This is an optimization exercise on Yosys and OpenROAD, whose aim is small area and a short achievable clock period, not a production implementation.

==> 03-19 <==
// dec79_codec
module dec79_codec (
    input  wire        clk,
    input  wire        rst,             
    input  wire        enc_in_valid,
    input  wire [63:0] enc_in_data,
    output reg         enc_out_valid,
    output wire [78:0] enc_out_word,
    input  wire        dec_in_valid,
    input  wire [78:0] dec_in_word,
    output reg         dec_out_valid,
    output wire [78:0] dec_out_word,
    output wire [1:0]  dec_out_nfix,
    output wire        dec_out_uncorr
);
    reg enc_v_q, dec_v_q;
    always @(posedge clk) begin
        if (rst) begin
            enc_v_q       <= 1'b0;
            dec_v_q       <= 1'b0;
            enc_out_valid <= 1'b0;
            dec_out_valid <= 1'b0;
        end else begin
            enc_v_q       <= enc_in_valid;
            dec_v_q       <= dec_in_valid;
            enc_out_valid <= enc_v_q;
            dec_out_valid <= dec_v_q;
        end
    end
  ...
==> flow/config.mk <==
export PLATFORM = sky130hd
export DESIGN_NAME = dec79_codec
export DESIGN_NICKNAME = dec79_codec
export VERILOG_FILES = /design/flow/design.v
export SDC_FILE = /design/flow/constraint.sdc
export NUM_CORES = 4
export LEC_CHECK = 0
export CAP_MARGIN = 20
export CORE_MARGIN = 2
export CORE_UTILIZATION = 40
export PLACE_DENSITY = 0.6
export SETUP_SLACK_MARGIN = 0.4
export SLEW_MARGIN = 20
==> flow/constraint.sdc <==
create_clock -name core_clock -period 22.0 [get_ports {clk}]
set_input_delay 4.4000 -clock core_clock [delete_from_list [all_inputs] [get_ports {clk}]]
set_output_delay 4.4000 -clock core_clock [all_outputs]
set_load 0.01 [all_outputs]
run.sh (not shown) runs the stock make flow with config.mk's settings and CLKGATE_MAP_FILE= SYNTH_SCRIPT=/design/flow/synth_recipe.tcl, a recipe that flattens the netlist after the stock synthesis.
==> 03-27 (differences from 03-19) <==
--- a/flow/design.v
+++ b/flow/design.v
@@ -792,18 +792,22 @@
     assign s3[4] = y238;
     assign s3[5] = y251;
     assign s3[6] = y260;
     assign par = y269;
 endmodule
 module dec79_loc (
     input  wire [6:0] s1,
-    input  wire [6:0] s3,
+    input  wire [6:0] cp,          
     input  wire       par,
+    input  wire       s1z,         
+    input  wire       s3z,         
     output wire [6:0] x1,
     output wire [6:0] x2,
+    output wire       e1,          
+    output wire       e2,          
     output wire       f78,         
     output wire [1:0] nfix,
     output wire       uncorr
 );
 function automatic [6:0] gf_mul(input [6:0] a, input [6:0] b);
     reg [6:0] acc;
     reg [6:0] sh;
@@ -1051,48 +1055,48 @@
     end
 endfunction
 function automatic gf_trace(input [6:0] c);
     begin
         gf_trace = c[0];
     end
 endfunction
-    wire       s1z    = (s1 == 7'd0);
-    wire       s3z    = (s3 == 7'd0);
-    wire [6:0] cp     = gf_mul(s3, gf_inv3(s1));    
     wire [6:0] c      = cp ^ 7'd1;
     wire       single = (cp == 7'd1);
     wire       troot  = ~gf_trace(c);
     wire [6:0] y0     = gf_halftrace(c);
-    wire [6:0] l1     = gf_mul(s1, y0);
-    wire [6:0] l2     = l1 ^ s1;
-    wire       v1     = gf_valid(l1);
-    wire       v2     = gf_valid(l2);
-    wire es  = ~s1z & single & v2;                         
-    wire ed  = ~s1z & ~single & troot & ~par & v1 & v2;    
-    wire e   = es | ed;
-    wire p78 = s1z & s3z & par;                            
-    assign x1     = e ? l1 : 7'd0;
-    assign x2     = e ? l2 : 7'd0;
+    assign x1 = gf_mul(s1, y0);
+    assign x2 = x1 ^ s1;
+    wire       v1     = gf_valid(x1);
+    wire       v2     = gf_valid(x2);
+    wire ps  = ~s1z & single;                   
+    wire pd  = ~s1z & ~single & troot & ~par;   
+    wire es  = ps & v2;
+    wire ed  = pd & v1 & v2;
+    wire p78 = s1z & s3z & par;                 
+    assign e1     = pd & v2;
+    assign e2     = ps | (pd & v1);
     assign f78    = p78 | (es & ~par);
     assign nfix   = {ed | (es & ~par), p78 | (es & par)};
-    assign uncorr = ~(s1z & s3z) & ~e;
+    assign uncorr = ~(s1z & s3z) & ~(es | ed);
 endmodule
 module dec79_cor (
     input  wire [77:0] word_in,
     input  wire [6:0]  x1,
     input  wire [6:0]  x2,
+    input  wire        e1,
+    input  wire        e2,
     output wire [77:0] word_out
 );
     reg [7:0]  a1, a2;
     reg [15:0] b1, b2;
     integer i;
     always @(*) begin
         for (i = 0; i < 8; i = i + 1) begin
-            a1[i] = (x1[2:0] == i);
-            a2[i] = (x2[2:0] == i);
+            a1[i] = e1 & (x1[2:0] == i);
+            a2[i] = e2 & (x2[2:0] == i);
         end
         for (i = 0; i < 16; i = i + 1) begin
             b1[i] = (x1[6:3] == i);
             b2[i] = (x2[6:3] == i);
         end
     end
     wire [77:0] flip;
@@ -1177,69 +1181,349 @@
     assign word_out = word_in ^ flip;
 endmodule
 module dec79_codec (
     input  wire        clk,
     input  wire        rst,             
     input  wire        enc_in_valid,
     input  wire [63:0] enc_in_data,
-    output reg         enc_out_valid,
+    output wire        enc_out_valid,
     output wire [78:0] enc_out_word,
     input  wire        dec_in_valid,
     input  wire [78:0] dec_in_word,
-    output reg         dec_out_valid,
+    output wire        dec_out_valid,
     output wire [78:0] dec_out_word,
     output wire [1:0]  dec_out_nfix,
     output wire        dec_out_uncorr
 );
-    reg enc_v_q, dec_v_q;
+function automatic [6:0] gf_mul(input [6:0] a, input [6:0] b);
+    reg [6:0] acc;
+    reg [6:0] sh;
+    integer i;
+    begin
+        acc = 7'd0;
+        sh  = a;
+        for (i = 0; i < 7; i = i + 1) begin
+            if (b[i])
+                acc = acc ^ sh;
+            sh = {sh[5:0], 1'b0} ^ (sh[6] ? 7'b0001001 : 7'b0000000);
+        end
+        gf_mul = acc;
+    end
+endfunction
+function automatic [6:0] gf_inv3(input [6:0] a);
+    begin
+        case (a)
+            7'd0: gf_inv3 = 7'd0;
+            7'd1: gf_inv3 = 7'd1;
+            7'd2: gf_inv3 = 7'd17;
+            7'd3: gf_inv3 = 7'd24;
+            7'd4: gf_inv3 = 7'd19;
+            7'd5: gf_inv3 = 7'd82;
+            7'd6: gf_inv3 = 7'd3;
+            7'd7: gf_inv3 = 7'd122;
+            7'd8: gf_inv3 = 7'd49;
+            7'd9: gf_inv3 = 7'd56;
+            7'd10: gf_inv3 = 7'd40;
+            7'd11: gf_inv3 = 7'd33;
+            7'd12: gf_inv3 = 7'd51;
+            7'd13: gf_inv3 = 7'd4;
+            7'd14: gf_inv3 = 7'd45;
+            7'd15: gf_inv3 = 7'd71;
+            7'd16: gf_inv3 = 7'd23;
+            7'd17: gf_inv3 = 7'd36;
+            7'd18: gf_inv3 = 7'd7;
+            7'd19: gf_inv3 = 7'd88;
+            7'd20: gf_inv3 = 7'd5;
+            7'd21: gf_inv3 = 7'd44;
+            7'd22: gf_inv3 = 7'd21;
+            7'd23: gf_inv3 = 7'd96;
+            7'd24: gf_inv3 = 7'd53;
+            7'd25: gf_inv3 = 7'd30;
+            7'd26: gf_inv3 = 7'd68;
+            7'd27: gf_inv3 = 7'd100;
+            7'd28: gf_inv3 = 7'd80;
+            7'd29: gf_inv3 = 7'd46;
+            7'd30: gf_inv3 = 7'd127;
+            7'd31: gf_inv3 = 7'd103;
+            7'd32: gf_inv3 = 7'd117;
+            7'd33: gf_inv3 = 7'd18;
+            7'd34: gf_inv3 = 7'd64;
+            7'd35: gf_inv3 = 7'd115;
+            7'd36: gf_inv3 = 7'd119;
+            7'd37: gf_inv3 = 7'd38;
+            7'd38: gf_inv3 = 7'd11;
+            7'd39: gf_inv3 = 7'd47;
+            7'd40: gf_inv3 = 7'd85;
+            7'd41: gf_inv3 = 7'd124;
+            7'd42: gf_inv3 = 7'd65;
+            7'd43: gf_inv3 = 7'd2;
+            7'd44: gf_inv3 = 7'd87;
+            7'd45: gf_inv3 = 7'd58;
+            7'd46: gf_inv3 = 7'd12;
+            7'd47: gf_inv3 = 7'd110;
+            7'd48: gf_inv3 = 7'd83;
+            7'd49: gf_inv3 = 7'd93;
+            7'd50: gf_inv3 = 7'd101;
+            7'd51: gf_inv3 = 7'd86;
+            7'd52: gf_inv3 = 7'd76;
+            7'd53: gf_inv3 = 7'd62;
+            7'd54: gf_inv3 = 7'd72;
+            7'd55: gf_inv3 = 7'd66;
+            7'd56: gf_inv3 = 7'd10;
+            7'd57: gf_inv3 = 7'd90;
+            7'd58: gf_inv3 = 7'd99;
+            7'd59: gf_inv3 = 7'd79;
+            7'd60: gf_inv3 = 7'd120;
+            7'd61: gf_inv3 = 7'd81;
+            7'd62: gf_inv3 = 7'd123;
+            7'd63: gf_inv3 = 7'd31;
+            7'd64: gf_inv3 = 7'd91;
+            7'd65: gf_inv3 = 7'd26;
+            7'd66: gf_inv3 = 7'd32;
+            7'd67: gf_inv3 = 7'd28;
+            7'd68: gf_inv3 = 7'd8;
+            7'd69: gf_inv3 = 7'd73;
+            7'd70: gf_inv3 = 7'd61;
+            7'd71: gf_inv3 = 7'd111;
+            7'd72: gf_inv3 = 7'd121;
+            7'd73: gf_inv3 = 7'd22;
+            7'd74: gf_inv3 = 7'd98;
+            7'd75: gf_inv3 = 7'd14;
+            7'd76: gf_inv3 = 7'd50;
+            7'd77: gf_inv3 = 7'd109;
+            7'd78: gf_inv3 = 7'd114;
+            7'd79: gf_inv3 = 7'd54;
+            7'd80: gf_inv3 = 7'd95;
+            7'd81: gf_inv3 = 7'd16;
+            7'd82: gf_inv3 = 7'd75;
+            7'd83: gf_inv3 = 7'd70;
+            7'd84: gf_inv3 = 7'd25;
+            7'd85: gf_inv3 = 7'd39;
+            7'd86: gf_inv3 = 7'd34;
+            7'd87: gf_inv3 = 7'd106;
+            7'd88: gf_inv3 = 7'd125;
+            7'd89: gf_inv3 = 7'd92;
+            7'd90: gf_inv3 = 7'd37;
+            7'd91: gf_inv3 = 7'd113;
+            7'd92: gf_inv3 = 7'd69;
+            7'd93: gf_inv3 = 7'd29;
+            7'd94: gf_inv3 = 7'd107;
+            7'd95: gf_inv3 = 7'd52;
+            7'd96: gf_inv3 = 7'd57;
+            7'd97: gf_inv3 = 7'd112;
+            7'd98: gf_inv3 = 7'd94;
+            7'd99: gf_inv3 = 7'd43;
+            7'd100: gf_inv3 = 7'd89;
+            7'd101: gf_inv3 = 7'd105;
+            7'd102: gf_inv3 = 7'd108;
+            7'd103: gf_inv3 = 7'd78;
+            7'd104: gf_inv3 = 7'd77;
+            7'd105: gf_inv3 = 7'd55;
+            7'd106: gf_inv3 = 7'd97;
+            7'd107: gf_inv3 = 7'd59;
+            7'd108: gf_inv3 = 7'd9;
+            7'd109: gf_inv3 = 7'd20;
+            7'd110: gf_inv3 = 7'd42;
+            7'd111: gf_inv3 = 7'd102;
+            7'd112: gf_inv3 = 7'd35;
+            7'd113: gf_inv3 = 7'd67;
+            7'd114: gf_inv3 = 7'd41;
+            7'd115: gf_inv3 = 7'd6;
+            7'd116: gf_inv3 = 7'd63;
+            7'd117: gf_inv3 = 7'd74;
+            7'd118: gf_inv3 = 7'd126;
+            7'd119: gf_inv3 = 7'd84;
+            7'd120: gf_inv3 = 7'd15;
+            7'd121: gf_inv3 = 7'd118;
+            7'd122: gf_inv3 = 7'd27;
+            7'd123: gf_inv3 = 7'd104;
+            7'd124: gf_inv3 = 7'd60;
+            7'd125: gf_inv3 = 7'd48;
+            7'd126: gf_inv3 = 7'd116;
+            7'd127: gf_inv3 = 7'd13;
+            default: gf_inv3 = 7'd0;
+        endcase
+    end
+endfunction
+function automatic gf_valid(input [6:0] a);
+    begin
+        case (a)
+            7'd1: gf_valid = 1'b1;
+            7'd2: gf_valid = 1'b1;
+            7'd3: gf_valid = 1'b1;
+            7'd4: gf_valid = 1'b1;
+            7'd5: gf_valid = 1'b1;
+            7'd6: gf_valid = 1'b1;
+            7'd8: gf_valid = 1'b1;
+            7'd9: gf_valid = 1'b1;
+            7'd10: gf_valid = 1'b1;
+            7'd11: gf_valid = 1'b1;
+            7'd12: gf_valid = 1'b1;
+            7'd16: gf_valid = 1'b1;
+            7'd18: gf_valid = 1'b1;
+            7'd20: gf_valid = 1'b1;
+            7'd22: gf_valid = 1'b1;
+            7'd24: gf_valid = 1'b1;
+            7'd25: gf_valid = 1'b1;
+            7'd27: gf_valid = 1'b1;
+            7'd29: gf_valid = 1'b1;
+            7'd31: gf_valid = 1'b1;
+            7'd32: gf_valid = 1'b1;
+            7'd35: gf_valid = 1'b1;
+            7'd36: gf_valid = 1'b1;
+            7'd37: gf_valid = 1'b1;
+            7'd39: gf_valid = 1'b1;
+            7'd40: gf_valid = 1'b1;
+            7'd41: gf_valid = 1'b1;
+            7'd43: gf_valid = 1'b1;
+            7'd44: gf_valid = 1'b1;
+            7'd45: gf_valid = 1'b1;
+            7'd47: gf_valid = 1'b1;
+            7'd48: gf_valid = 1'b1;
+            7'd50: gf_valid = 1'b1;
+            7'd51: gf_valid = 1'b1;
+            7'd53: gf_valid = 1'b1;
+            7'd54: gf_valid = 1'b1;
+            7'd55: gf_valid = 1'b1;
+            7'd57: gf_valid = 1'b1;
+            7'd58: gf_valid = 1'b1;
+            7'd61: gf_valid = 1'b1;
+            7'd62: gf_valid = 1'b1;
+            7'd64: gf_valid = 1'b1;
+            7'd65: gf_valid = 1'b1;
+            7'd69: gf_valid = 1'b1;
+            7'd70: gf_valid = 1'b1;
+            7'd72: gf_valid = 1'b1;
+            7'd73: gf_valid = 1'b1;
+            7'd74: gf_valid = 1'b1;
+            7'd75: gf_valid = 1'b1;
+            7'd80: gf_valid = 1'b1;
+            7'd81: gf_valid = 1'b1;
+            7'd82: gf_valid = 1'b1;
+            7'd83: gf_valid = 1'b1;
+            7'd85: gf_valid = 1'b1;
+            7'd86: gf_valid = 1'b1;
+            7'd87: gf_valid = 1'b1;
+            7'd88: gf_valid = 1'b1;
+            7'd90: gf_valid = 1'b1;
+            7'd93: gf_valid = 1'b1;
+            7'd94: gf_valid = 1'b1;
+            7'd95: gf_valid = 1'b1;
+            7'd96: gf_valid = 1'b1;
+            7'd97: gf_valid = 1'b1;
+            7'd100: gf_valid = 1'b1;
+            7'd102: gf_valid = 1'b1;
+            7'd106: gf_valid = 1'b1;
+            7'd107: gf_valid = 1'b1;
+            7'd108: gf_valid = 1'b1;
+            7'd109: gf_valid = 1'b1;
+            7'd110: gf_valid = 1'b1;
+            7'd111: gf_valid = 1'b1;
+            7'd113: gf_valid = 1'b1;
+            7'd114: gf_valid = 1'b1;
+            7'd115: gf_valid = 1'b1;
+            7'd116: gf_valid = 1'b1;
+            7'd122: gf_valid = 1'b1;
+            7'd124: gf_valid = 1'b1;
+            7'd125: gf_valid = 1'b1;
+            default: gf_valid = 1'b0;
+        endcase
+    end
+endfunction
+function automatic [6:0] gf_halftrace(input [6:0] c);
+    begin
+        gf_halftrace[0] = 1'b0;
+        gf_halftrace[1] = c[2] ^ c[3] ^ c[4] ^ c[6];
+        gf_halftrace[2] = c[3] ^ c[4] ^ c[6];
+        gf_halftrace[3] = c[5] ^ c[6];
+        gf_halftrace[4] = c[1] ^ c[2] ^ c[4];
+        gf_halftrace[5] = c[3] ^ c[5] ^ c[6];
+        gf_halftrace[6] = c[3] ^ c[6];
+    end
+endfunction
+function automatic gf_trace(input [6:0] c);
+    begin
+        gf_trace = c[0];
+    end
+endfunction
+    reg [1:0] enc_v;
+    reg [3:0] dec_v;
     always @(posedge clk) begin
         if (rst) begin
-            enc_v_q       <= 1'b0;
-            dec_v_q       <= 1'b0;
-            enc_out_valid <= 1'b0;
-            dec_out_valid <= 1'b0;
+            enc_v <= 2'd0;
+            dec_v <= 4'd0;
         end else begin
-            enc_v_q       <= enc_in_valid;
-            dec_v_q       <= dec_in_valid;
-            enc_out_valid <= enc_v_q;
-            dec_out_valid <= dec_v_q;
+            enc_v <= {enc_v, enc_in_valid};
+            dec_v <= {dec_v, dec_in_valid};
         end
     end
-    reg [63:0] enc_d_q;
-    always @(posedge clk) enc_d_q <= enc_in_data;
+    assign enc_out_valid = enc_v[1];
+    assign dec_out_valid = dec_v[3];
+    reg [63:0] enc_d_r0;
+    always @(posedge clk) enc_d_r0 <= enc_in_data;
     wire [78:0] enc_word;
-    reg  [78:0] enc_w_q;
-    dec79_enc u_enc (.data(enc_d_q), .word(enc_word));
-    always @(posedge clk) enc_w_q <= enc_word;
-    assign enc_out_word = enc_w_q;
-    reg  [78:0] dec_w_q;
-    wire [78:0] syn_word;
-    wire [6:0]  s1, s3;
-    wire        par;
-    always @(posedge clk) dec_w_q <= dec_in_word;
-    reg  [6:0]  s1_q, s3_q;
-    reg         par_q;
-    dec79_syn u_syn (.word(dec_in_word), .s1(s1), .s3(s3), .par(par));
+    dec79_enc u_enc (.data(enc_d_r0), .word(enc_word));
+    reg [78:0] enc_w_r;
+    always @(posedge clk) enc_w_r <= enc_word;
+    assign enc_out_word = enc_w_r;
+    reg  [78:0] word_r0;
+    always @(posedge clk) begin
+        word_r0 <= dec_in_word;
+    end
+    wire [6:0] s1, s3;
+    wire       par;
+    dec79_syn u_syn (.word(word_r0), .s1(s1), .s3(s3), .par(par));
+    wire [6:0] q = gf_inv3(s1);
+    reg  [78:0] word_r1;
+    reg  [6:0] s1_r1;
+    reg  [6:0] s3_r1;
+    reg        par_r1;
+    reg  [6:0] q_r1;
     always @(posedge clk) begin
-        s1_q  <= s1;
-        s3_q  <= s3;
-        par_q <= par;
+        word_r1 <= word_r0;
+        s1_r1 <= s1;
+        s3_r1 <= s3;
+        par_r1 <= par;
+        q_r1 <= q;
     end
+    wire [6:0] cp  = gf_mul(s3_r1, q_r1);
+    wire       s1z = (s1_r1 == 7'd0);
+    wire       s3z = (s3_r1 == 7'd0);
     wire [6:0] x1, x2;
-    wire       f78, uncorr;
+    wire       e1, e2, f78, uncorr;
     wire [1:0] nfix;
-    dec79_loc u_loc (.s1(s1_q), .s3(s3_q), .par(par_q), .x1(x1), .x2(x2),
-                     .f78(f78), .nfix(nfix), .uncorr(uncorr));
-    wire [77:0] cor_word;
-    reg  [78:0] dec_o_q;
-    reg  [1:0]  nfix_q;
-    reg         uncorr_q;
-    dec79_cor u_cor (.word_in(dec_w_q[77:0]), .x1(x1), .x2(x2), .word_out(cor_word));
+    dec79_loc u_loc (.s1(s1_r1), .cp(cp), .par(par_r1),
+                     .s1z(s1z), .s3z(s3z), .x1(x1), .x2(x2),
+                     .e1(e1), .e2(e2), .f78(f78), .nfix(nfix), .uncorr(uncorr));
+    wire [78:0] wloc = {word_r1[78] ^ f78, word_r1[77:0]};
+    reg  [78:0] word_r2;
+    reg  [6:0] x1_r2;
+    reg  [6:0] x2_r2;
+    reg        e1_r2;
+    reg        e2_r2;
+    reg  [1:0] nfix_r2;
+    reg        uncorr_r2;
+    always @(posedge clk) begin
+        word_r2 <= wloc;
+        x1_r2 <= x1;
+        x2_r2 <= x2;
+        e1_r2 <= e1;
+        e2_r2 <= e2;
+        nfix_r2 <= nfix;
+        uncorr_r2 <= uncorr;
+    end
+    wire [77:0] wcor;
+    dec79_cor u_cor (.word_in(word_r2[77:0]), .x1(x1_r2), .x2(x2_r2),
+                     .e1(e1_r2), .e2(e2_r2), .word_out(wcor));
+    wire [78:0] wout = {word_r2[78], wcor};
+    reg  [78:0] wout_r3;
+    reg  [1:0] nfix_r3;
+    reg        uncorr_r3;
     always @(posedge clk) begin
-        dec_o_q  <= {dec_w_q[78] ^ f78, cor_word};
-        nfix_q   <= nfix;
-        uncorr_q <= uncorr;
-    end
-    assign dec_out_word   = dec_o_q;
-    assign dec_out_nfix   = nfix_q;
-    assign dec_out_uncorr = uncorr_q;
+        wout_r3 <= wout;
+        nfix_r3 <= nfix_r2;
+        uncorr_r3 <= uncorr_r2;
+    end
+    assign dec_out_word   = wout_r3;
+    assign dec_out_nfix   = nfix_r3;
+    assign dec_out_uncorr = uncorr_r3;
 endmodule
==> flow/flow/run.sh (new file) <==
#!/bin/bash
# The standard layout (standard.sh), with plain buf_1 cells as the port buffers.
export BUFFER_PORTS_ARGS="-buffer_cell sky130_fd_sc_hd__buf_1"
bash standard.sh > standard.log 2>&1
==> flow/standard.sh (new file) <==
#!/bin/bash
# synth_recipe.tcl (not shown) runs the flow's synth.tcl, then flattens the netlist and writes it again
# the make line also repeats each setting of config.mk as NAME=value (left out here)
make -C /OpenROAD-flow-scripts/flow DESIGN_CONFIG=/design/flow/config.mk WORK_HOME=/design/flow/orfs CLKGATE_MAP_FILE= SYNTH_SCRIPT=/design/flow/synth_recipe.tcl "${@:-finish}"
removed: flow/run.sh
==> comparison table <==
Result of the run: 03-27 finished clean; 03-19 finished clean
Detailed-route via count: 03-27 14,200; 03-19 14,300
Filler cell count in the final layout: 03-27 4,768; 03-19 4,039
Setup Slack @ Placement: 03-27 16.18 ns; 03-19 12.67 ns
Avg Vias per Cell: 03-27 4.93; 03-19 5.38
Xor/xnor share of the synthesized area: 03-27 0.299; 03-19 0.343
Worst slack on hold paths: 03-27 0.315 ns; 03-19 0.388 ns
Die Span X: 03-27 230 um; 03-19 216 um
Min Tclk post-route: 03-27 5.82 ns; 03-19 8.79 ns
Non-clock buffering overhead: 03-27 0.0508; 03-19 0.144
Sum of met2 wire segment lengths after detailed routing: 03-27 27,800 um; 03-19 30,300 um
DRC violation total after the first TritonRoute iteration: 03-27 1,048; 03-19 1,294
Placed instance count: 03-27 2,797; 03-19 2,603
Function was not checked in any run of this note: the RTL went through the layout flow alone.

afterwards: timing with drivers on the ports:
Ports are ideal in the flow. The routed layouts listed here were re-timed in OpenROAD.
Step 1: set_driving_cell puts a clkbuf_16 on clk and a buf_2 on each other input, an assumption about the parent block.
Step 2, shift: input delay + t, output delay - t, t = (earliest + latest rising clock arrival at the registers) / 2. This alone moves slack from input paths to output paths.
a / b / c = no drivers / after step 1 / after step 2; a / b = the first two.
run | shift t [ns] | setup WS [ns] | hold slack, ns | worst setup path after step 2 | latest minus earliest clock arrival (ns)
03-19 | 0.600 | 13.210 / 13.236 / 12.636 | 0.388 / 0.388 / 0.388 | input to register | 0.020 / 0.020
03-27 | 0.639 | 16.178 / 16.178 / 16.178 | 0.315 / 0.315 / 0.315 | register to register | 0.023 / 0.023
After both steps setup and hold are still met in every run listed. For 03-19, which loses most, drivers alone change the setup slack by +0.026 ns; drivers and shift together by -0.574 ns.
